Background: an optimization exercise with open tools, aiming at small area and few clock cycles per item. Do not read the settings as production practice. In this exercise RTL edits were held to simulation tests only and were not proved equivalent to the original.

==> flow/design.v (outline; a module is shown in full before it is edited, if it fits) <==
// module pix_corr: 4985 lines
// module pc_fa: 4 lines
module pix_corr (
    input  wire        clk,
    input  wire        rst,
    input  wire        in_valid,
    output wire        in_ready,
    input  wire [17:0] in_pix,
    input  wire [2:0]  in_bcode,
    input  wire [17:0] in_offset,
    input  wire [17:0] in_gain,
    input  wire [17:0] in_ratio,
    input  wire [17:0] in_drift,
    input  wire [2:0]  in_wcode,
    output wire        out_valid,
    input  wire        out_ready,
    output wire [17:0] out_data,
    output wire        out_sat_lo,
    output wire        out_sat_hi
);
  // ...
==> flow/run.sh <==
#!/bin/bash
# synth_recipe.tcl (not shown) runs the flow's synth.tcl, then flattens the netlist and writes it again
# the make line also repeats each setting of config.mk as NAME=value (left out here)
make -C /OpenROAD-flow-scripts/flow DESIGN_CONFIG=/design/flow/config.mk WORK_HOME=/design/flow/orfs CLKGATE_MAP_FILE= SYNTH_SCRIPT=/design/flow/synth_recipe.tcl finish
==> flow/config.mk <==
export PLATFORM = sky130hd
export DESIGN_NAME = pix_corr
export DESIGN_NICKNAME = pix_corr
export VERILOG_FILES = /design/flow/design.v
export SDC_FILE = /design/flow/constraint.sdc
export NUM_CORES = 4
export LEC_CHECK = 0
export ABC_AREA = 1
export CAP_MARGIN = 5
export CORE_MARGIN = 2
export CORE_UTILIZATION = 40
export CTS_BUF_LIST = sky130_fd_sc_hd__clkbuf_4 sky130_fd_sc_hd__clkbuf_8
export SLEW_MARGIN = 5
export SYNTH_HIERARCHICAL = 1
export SYNTH_MINIMUM_KEEP_SIZE = 0
==> flow/constraint.sdc <==
create_clock -name core_clock -period 10.0 [get_ports {clk}]
set_input_delay 2.0000 -clock core_clock [delete_from_list [all_inputs] [get_ports {clk}]]
set_output_delay 2.0000 -clock core_clock [all_outputs]
set_load 0.01 [all_outputs]
==> results_dict.tcl, run 1 <==
set metrics [dict create \
    cts_tree "yes" \
    finalHoldViolations 0 \
    drv_slew 0 \
    synth_seq_cells 120 \
    fin_util_pct 45.69 \
    clk_share_pct 1.157 \
    synth_xor_area_share_pct 17.94 \
    met2WireLength_mm 52.22 \
    ios 122 \
    endpoint_kind "primary output" \
    antenna_found_initial 1 \
    clk_path_buf_depth 2 \
    grt_start_max_net_pins 66 \
    cp_num_buf_inv 9 \
    diodes 1 \
    grt_util_met2_pct 40.72 \
    rr_startpoint "d1[1]$_DFFE_PP_" \
    cp_slowest_cell "fa_1" \
    clkbuf_count 19 \
    synth.area.mux_share_pct 0 \
    yosysWarnings 7 \
    largest_registers "g1 (36), d1 (20)" \
    dr_wl_met3_mm 9.567 \
    synth_most_common_cell "o22ai_1" \
    synth_top_family_by_area "adder cells" \
    fin_ws_ns 0.3075 \
    cpMostUsedCell "fa_1" \
    htreeDepth 4 \
    flops_and_latches 120 \
    status "complete, no violations" \
    synth_commonest_cells "o22ai_1 (674), xor2_1 (665), fa_1 (627), nand2_1 (298), inv_1 (277)" \
    place.gp.congestion 0.9243 \
    insertion_delay_ns 0.56 \
    vias 28500 \
    drc 0 \
    dr.pass1.iters 9 \
    syn_area_per_cell_um2 9.420 \
    place_area_mm2 0.03644 \
]
Testbench counts, summed over its fixed seeds: cycles 16,016, items 16,000.
==> run 2, diff against run 1 <==
==> flow/config.mk (replaced) <==
export PLATFORM = sky130hd
export DESIGN_NAME = pix_corr
export DESIGN_NICKNAME = pix_corr
export VERILOG_FILES = /design/flow/design.v
export SDC_FILE = /design/flow/constraint.sdc
export NUM_CORES = 4
export LEC_CHECK = 0
export ABC_AREA = 1
export CAP_MARGIN = 20
export CORE_MARGIN = 2
export CORE_UTILIZATION = 40
export SLEW_MARGIN = 20
export SYNTH_HIERARCHICAL = 1
export SYNTH_MINIMUM_KEEP_SIZE = 0
==> run 2 against run 1 <==
  * Routed wire length decreased by 1.7%
  * Area after synthesis is the same
  * Via count decreased by 1.5%
  * Count of clock-buffer cells in the layout unchanged
  * Design area decreased by 1.9%
  * Highest routed layer unchanged
==> results_dict.tcl, run 2 <==
set metrics [dict create \
    status "complete, no violations" \
    syn_inst 3581 \
    arrival_ns 7.67 \
    design_area_mm2 0.03743 \
    drc 0 \
    hold_path_class "reg -> reg" \
    largest_reg_flops 36 \
    worst_slew_pin_slew_ns 1.098 \
    syn-cell-area_mm2 0.03373 \
    required_ns 8.00 \
    antenna_found_initial 0 \
    fmax_mhz 103.4 \
    synth_top_area_cell "fa_1" \
    grt-ovfl-total 0 \
    ys.flop_type "edfxtp_1" \
    place_area_mm2 0.03644 \
    clk_path_buf_depth 2 \
    diodes 0 \
    rows 106 \
    ios 122 \
    setup_viol 0 \
    crit_type "reg -> out" \
    insertion_delay_ns 0.49 \
    finalClockSkew_ns 0.01457 \
    crit_start "q2[15]$_DFFE_PP_" \
    timing.final.crit_share_pct 96.69 \
    place.gp.congestion 0.9243 \
    clkSinkCount 120 \
    rsz0062_at_grt "yes" \
    fin_tns_setup_ns 0 \
    synth_commonest_cells "o22ai_1 (674), xor2_1 (665), fa_1 (627), nand2_1 (298), inv_1 (277)" \
    dpl.hpwl_mm 79.27 \
    start_util_pct 40.37 \
    yosysWarnings 7 \
    cts_tree "yes" \
    synth_seq_cells 120 \
    n_fill_cell 8073 \
    cap_violations 0 \
    max_slew_margin_pct 26.64 \
    synth.area.top_cells "fa_1 (37%), xor2_1 (17%), o22ai_1 (13%), edfxtp_1 (11%), ha_1 (5.3%)" \
    drive_gt1_share_pct 7.637 \
    cp_num_buf_inv 3 \
    drv_slew 0 \
    grt_pass1_wl_mm 169.9 \
    die_h_um 294.4 \
    synthToLayoutAreaGrowth_pct 10.98 \
    syn-num-nets 4450 \
    rr_startpoint "d1[1]$_DFFE_PP_" \
    drtIter0Drc 2670 \
    top_register "g1" \
    seq_area_frac_synth_pct 10.62 \
    die_x_um 294.4 \
    regToRegEndpoint "hi2$_DFFE_PP_" \
    critPathLaunchType "register" \
    vias 28080 \
    endpoint_kind "primary output" \
    preCtsSetupSlack_ns 0.07988 \
    cp_top_family "adder cells" \
    cts-root-buf "clkbuf_16" \
    ys_types 44 \
    routedWlPerCell_um 23.21 \
    max_stage_delay_ns 0.49 \
    path_clk_slew_ns 0.06 \
    coreArea_mm2 0.08356 \
    cts_buffers 17 \
    grt_pass1_vias 28880 \
    synth_top_cell_area_share_pct 37.21 \
    layout_commonest_cell "o22ai_1" \
    cp-endpoint "out_data[8]" \
    dr.pass1.iters 6 \
    syn_area_per_cell_um2 9.420 \
    die_area_mm2 0.08667 \
    holdBufCountCts 0 \
    via_per_inst 5.983 \
    cp.depth 30 \
    reg2reg_slack_ns 1.72 \
    post-route-min-period_ns 9.669 \
    synth_edf_count 118 \
    finalHoldViolations 0 \
    gr-usage-all-layers_pct 25.40 \
    fin_ws_ns 0.3306 \
    final_nets 4470 \
    largest_registers "g1 (36), d1 (20)" \
    routed_wl_mm 109.0 \
    cp_slowest_cell "clkdlybuf4s50_1" \
    worstPathMaxFanout 8 \
    cpMostUsedCell "fa_1" \
    worst-r2r-cell-count 46 \
    final_cell_mix "o22ai_1 (673), xor2_1 (665), fa_1 (627)" \
    synth_most_common_cell "o22ai_1" \
    io_buffers 121 \
    htreeDepth 4 \
    grt_start_max_net_pins 66 \
    ant_nets 0 \
    synthArstFlopShare_pct 0 \
]
-- run 2: area by class of cell --
cell class / count / area (um2) / area share [%]
Timing Repair inverter: 1 / 7.507 / 0.02005
Timing Repair Buffer: 313 / 2761 / 7.377
Clock inverter: 13 / 192.7 / 0.5147
Tap cell: 1080 / 1351 / 3.610
Multi-Input combinational cell: 2831 / 27900 / 74.53
Inverter: 317 / 1204 / 3.215
Clock buffer: 19 / 432.9 / 1.156
Sequential cell: 120 / 3583 / 9.573
-- run 2: cell families after synthesis --
kind of cell / after synthesis / synth area share [%]
flops: 120 / 10.62
xor+xnor: 691 / 17.94
buf+inv: 630 / 7.062
simple gates: 484 / 5.734
fa+ha+maj: 769 / 42.48
compound gates: 887 / 16.16
-- run 2: worst min path at each step --
stage / startpoint / to / slack (ns) / cells after the start
after global placement: q1[17]$_DFFE_PP_ / q2[17]$_DFFE_PP_ / 0.40 / 0
final: q1[17]$_DFFE_PP_ / q2[17]$_DFFE_PP_ / 0.42 / 0
after CTS: q1[14]$_DFFE_PP_ / q2[14]$_DFFE_PP_ / 0.42 / 0
after global routing: q1[14]$_DFFE_PP_ / q2[14]$_DFFE_PP_ / 0.43 / 0
after detailed placement: q1[0]$_DFFE_PP_ / q2[0]$_DFFE_PP_ / 0.40 / 0
after floorplan: q1[0]$_DFFE_PP_ / q2[0]$_DFFE_PP_ / 0.40 / 0
-- run 2: per-module statistics from Yosys, one instance, submodules excluded --
module    flip-flops and latches  cells inside
pix_corr                     120          2962
pc_fa                          0             1
-- run 2: repair_timing --
item	CTS	global route
buffers inserted	10	10
setup endpoints to repair	18	18
pin swaps	1	3
resized for setup	18	40
cloned	1	0
-- run 2: per-stage QoR --
| step | std cells | util [%] | hold slack, ns |
|---|---|---|---|
| 4_1_cts | 4684 | 44.56 | 0.4209 |
| 3_3_place_gp | 4641 | 43.61 | 0.4014 |
| 5_1_grt | 4694 | 44.80 | 0.4260 |
| 2_1_floorplan | 3581 | - | 0.4003 |
| 3_5_place_dp | 4641 | 43.61 | 0.4045 |
| 6_report | 4694 | 44.80 | 0.4192 |
-- run 2: metal layers --
layer  global-route usage, %  vias to the layer above  share of wire (%)
li1                        -                    12210                  -
met1                   34.10                    14120                 41
met2                   40.85                     1495                 47
met3                   4.344                      254                8.0
met4                   10.08                        0                3.5
met5                       0                        -                  0
==> run 3, diff against run 2 <==
==> flow/flow/run.sh (new file) <==
#!/bin/bash
# The standard layout (the standard.sh, unchanged synthesis and steps), with one
# difference: the port buffers that global placement inserts on every input and output
# are sky130_fd_sc_hd__buf_1 instead of the resizer's default pick.
set -euo pipefail
export BUFFER_PORTS_ARGS="-buffer_cell sky130_fd_sc_hd__buf_1"
bash standard.sh > standard.log 2>&1
==> flow/standard.sh (new file) <==
#!/bin/bash
# synth_recipe.tcl (not shown) runs the flow's synth.tcl, then flattens the netlist and writes it again
# the make line also repeats each setting of config.mk as NAME=value (left out here)
make -C /OpenROAD-flow-scripts/flow DESIGN_CONFIG=/design/flow/config.mk WORK_HOME=/design/flow/orfs CLKGATE_MAP_FILE= SYNTH_SCRIPT=/design/flow/synth_recipe.tcl "${@:-finish}"
removed: flow/run.sh
==> run 3 against run 2 <==
  * Sequential cell count stayed put
  * Still clean on timing, DRC and antenna
  * Synthesized cell count stayed put
  * Via count is 1.2% lower
  * Sequential share of layout area is 0.30 points higher
  * First-iteration DRC count is 9.4% lower
  * Fmax is 1.0% higher
  * Count of clock-buffer cells in the layout is 1 lower
  * Register-to-register slack worse by 0.03 ns
==> results_dict.tcl, run 3 <==
set metrics [dict create \
    max_slew_margin_pct 28.17 \
    cp_num_buf_inv 3 \
    place.gp.congestion 0.9170 \
    cp.depth 34 \
    cap_violations 0 \
    gr-usage-all-layers_pct 24.91 \
    worstPathMaxFanout 23 \
    layout_commonest_cell "o22ai_1" \
    post-route-min-period_ns 9.570 \
    dpl.hpwl_mm 77.39 \
    drive_gt1_share_pct 6.845 \
    required_ns 8.00 \
    ant_nets 0 \
    ios 122 \
    die_area_mm2 0.08667 \
    design_area_mm2 0.03630 \
    coreArea_mm2 0.08356 \
    synth_top_area_cell "fa_1" \
    finalClockSkew_ns 0.01380 \
    worst-r2r-cell-count 44 \
    start_util_pct 40.37 \
    synthToLayoutAreaGrowth_pct 7.626 \
    use_met3_pct 5.007 \
    worst_slew_pin_slew_ns 1.077 \
    synthArstFlopShare_pct 0 \
    grt_util_met2_pct 39.96 \
    final_cell_mix "o22ai_1 (674), xor2_1 (665), fa_1 (627)" \
    die_h_um 294.4 \
    grt-ovfl-total 0 \
    largest_registers "g1 (36), d1 (20)" \
    clk_path_buf_depth 2 \
    fin_util_pct 43.45 \
    arrival_ns 7.57 \
    seq_area_frac_synth_pct 10.62 \
    largest_reg_flops 36 \
    endpoint_kind "primary output" \
    synth_top_cell_area_share_pct 37.21 \
    hold_path_class "reg -> reg" \
    drc 0 \
    io_buffers 121 \
    place_area_mm2 0.03565 \
    fin_ws_ns 0.4297 \
    drtIter0Drc 2419 \
    clkSinkCount 120 \
    antenna_found_initial 0 \
    use_met1_pct 33.09 \
    cts_buffers 17 \
    preCtsSetupSlack_ns 0.6552 \
    finalHoldViolations 0 \
    crit_type "reg -> out" \
    ys.flop_type "edfxtp_1" \
    vias 27750 \
    dr.pass1.iters 6 \
    die_x_um 294.4 \
    yosysWarnings 7 \
    syn_area_per_cell_um2 9.420 \
    timing.final.crit_share_pct 95.70 \
    critPathLaunchType "register" \
    synth_commonest_cells "o22ai_1 (674), xor2_1 (665), fa_1 (627), nand2_1 (298), inv_1 (277)" \
    diodes 0 \
    max_stage_delay_ns 0.59 \
    synth_seq_cells 120 \
    routed_wl_mm 106.5 \
    cts-root-buf "clkbuf_16" \
    syn_inst 3581 \
    rows 106 \
    synth.area.top_cells "fa_1 (37%), xor2_1 (17%), o22ai_1 (13%), edfxtp_1 (11%), ha_1 (5.3%)" \
    grt_pass1_vias 28560 \
    fmax_mhz 104.5 \
    hold_depth 0 \
    insertion_delay_ns 0.49 \
    ys_types 44 \
    cp_top_family "adder cells" \
    setup_viol 0 \
    drv_slew 0 \
    final_nets 4450 \
    via_per_inst 5.937 \
    path_clk_slew_ns 0.07 \
    top_register "g1" \
    synth_edf_count 118 \
    grt_start_max_net_pins 48 \
    cp_slowest_cell "edfxtp_1" \
    htreeDepth 4 \
    grt_pass1_wl_mm 166.6 \
    gr-max-usage-layer "met2" \
    routedWlPerCell_um 22.79 \
    cts_tree "yes" \
    synth_most_common_cell "o22ai_1" \
    syn-cell-area_mm2 0.03373 \
    syn-num-nets 4450 \
    status "complete, no violations" \
]
run 3: cell counts after synthesis:
Identical to the previous run, type by type.
run 3: area by class of cell:
class / count / area [um2]
multi-input combinational: 2831 / 27850
clock buffer: 18 / 429.2
timing repair buffer: 294 / 1765
inverter: 317 / 1201
sequential: 120 / 3583
clock inverter: 14 / 122.6
tap: 1080 / 1351
fill: 8210 / 47250
run 3: metal layers:
metal	vias to the layer above	part of all wire (%)	routed length, um
met5	-	0	0
met4	0	3.5	3772
met3	239	8.9	9449
met2	1466	47	49770
met1	13880	41	43520
li1	12160	-	-
run 3: what timing repair did:
| item | CTS | global route |
|---|---|---|
| gates resized for setup | 0 | 20 |
| setup endpoints to repair | 0 | 18 |
| hold buffers | 0 | 0 |
| buffers inserted | 0 | 5 |
run 3: cell families after synthesis:
group / Yosys count / synth area share (%)
compound gates: 887 / 16.16
fa+ha+maj: 769 / 42.48
xor+xnor: 691 / 17.94
buf+inv: 630 / 7.062
simple gates: 484 / 5.734
flops: 120 / 10.62
run 3: metrics by stage:
stage | hold WS, ns | TNS (ns) | std cells
floorplan | 0.4003 | 0 | 3581
global placement | 0.4021 | 0 | 4637
detailed placement | 0.4045 | 0 | 4637
CTS | 0.4195 | 0 | 4669
global route | 0.4249 | -0.1153 | 4674
finish | 0.4163 | 0 | 4674
run 3: per-module statistics from Yosys (local to each module, per instance):
module / times used / cell area, um2
pc_fa: 619 / 20.02
pix_corr: 1 / 21340
run 3: worst paths after layout:
path                    start                to  slack, ns
max reg2reg   d1[3]$_DFFE_PP_     hi2$_DFFE_PP_       1.69
min          q1[17]$_DFFE_PP_  q2[17]$_DFFE_PP_       0.42
min reg2reg  q1[17]$_DFFE_PP_  q2[17]$_DFFE_PP_       0.42
max           q2[0]$_DFFE_PP_       out_data[6]       0.43

## re-timing with driven ports
In the flow no input, the clock included, has a driving cell. The finished layouts below were timed again as built, in two steps.
Step 1: set_driving_cell puts a clkbuf_16 on clk and a buf_2 on each other input, an assumption about the parent block.
Step 2 moves the port delays by t, midway between the first and last clock arrival at a register: inputs arrive t later, outputs are due t later. That takes back most of the time a late clock gives input paths.
Three values: ideal ports, drivers, drivers and shift; two values: the first two.
| run | t, ns | setup slack, ns | hold WS [ns] | pins driven straight from the clock port |
|---|---|---|---|---|
| run 1 | 0.609 | 0.307 / 0.252 / 0.497 | 0.422 / 0.422 / 0.422 | 1 |
| run 2 | 0.548 | 0.331 / 0.267 / 0.473 | 0.419 / 0.419 / 0.419 | 1 |
| run 3 | 0.549 | 0.430 / 0.363 / 0.753 | 0.416 / 0.416 / 0.416 | 1 |
After both steps setup and hold are still met in every run listed.
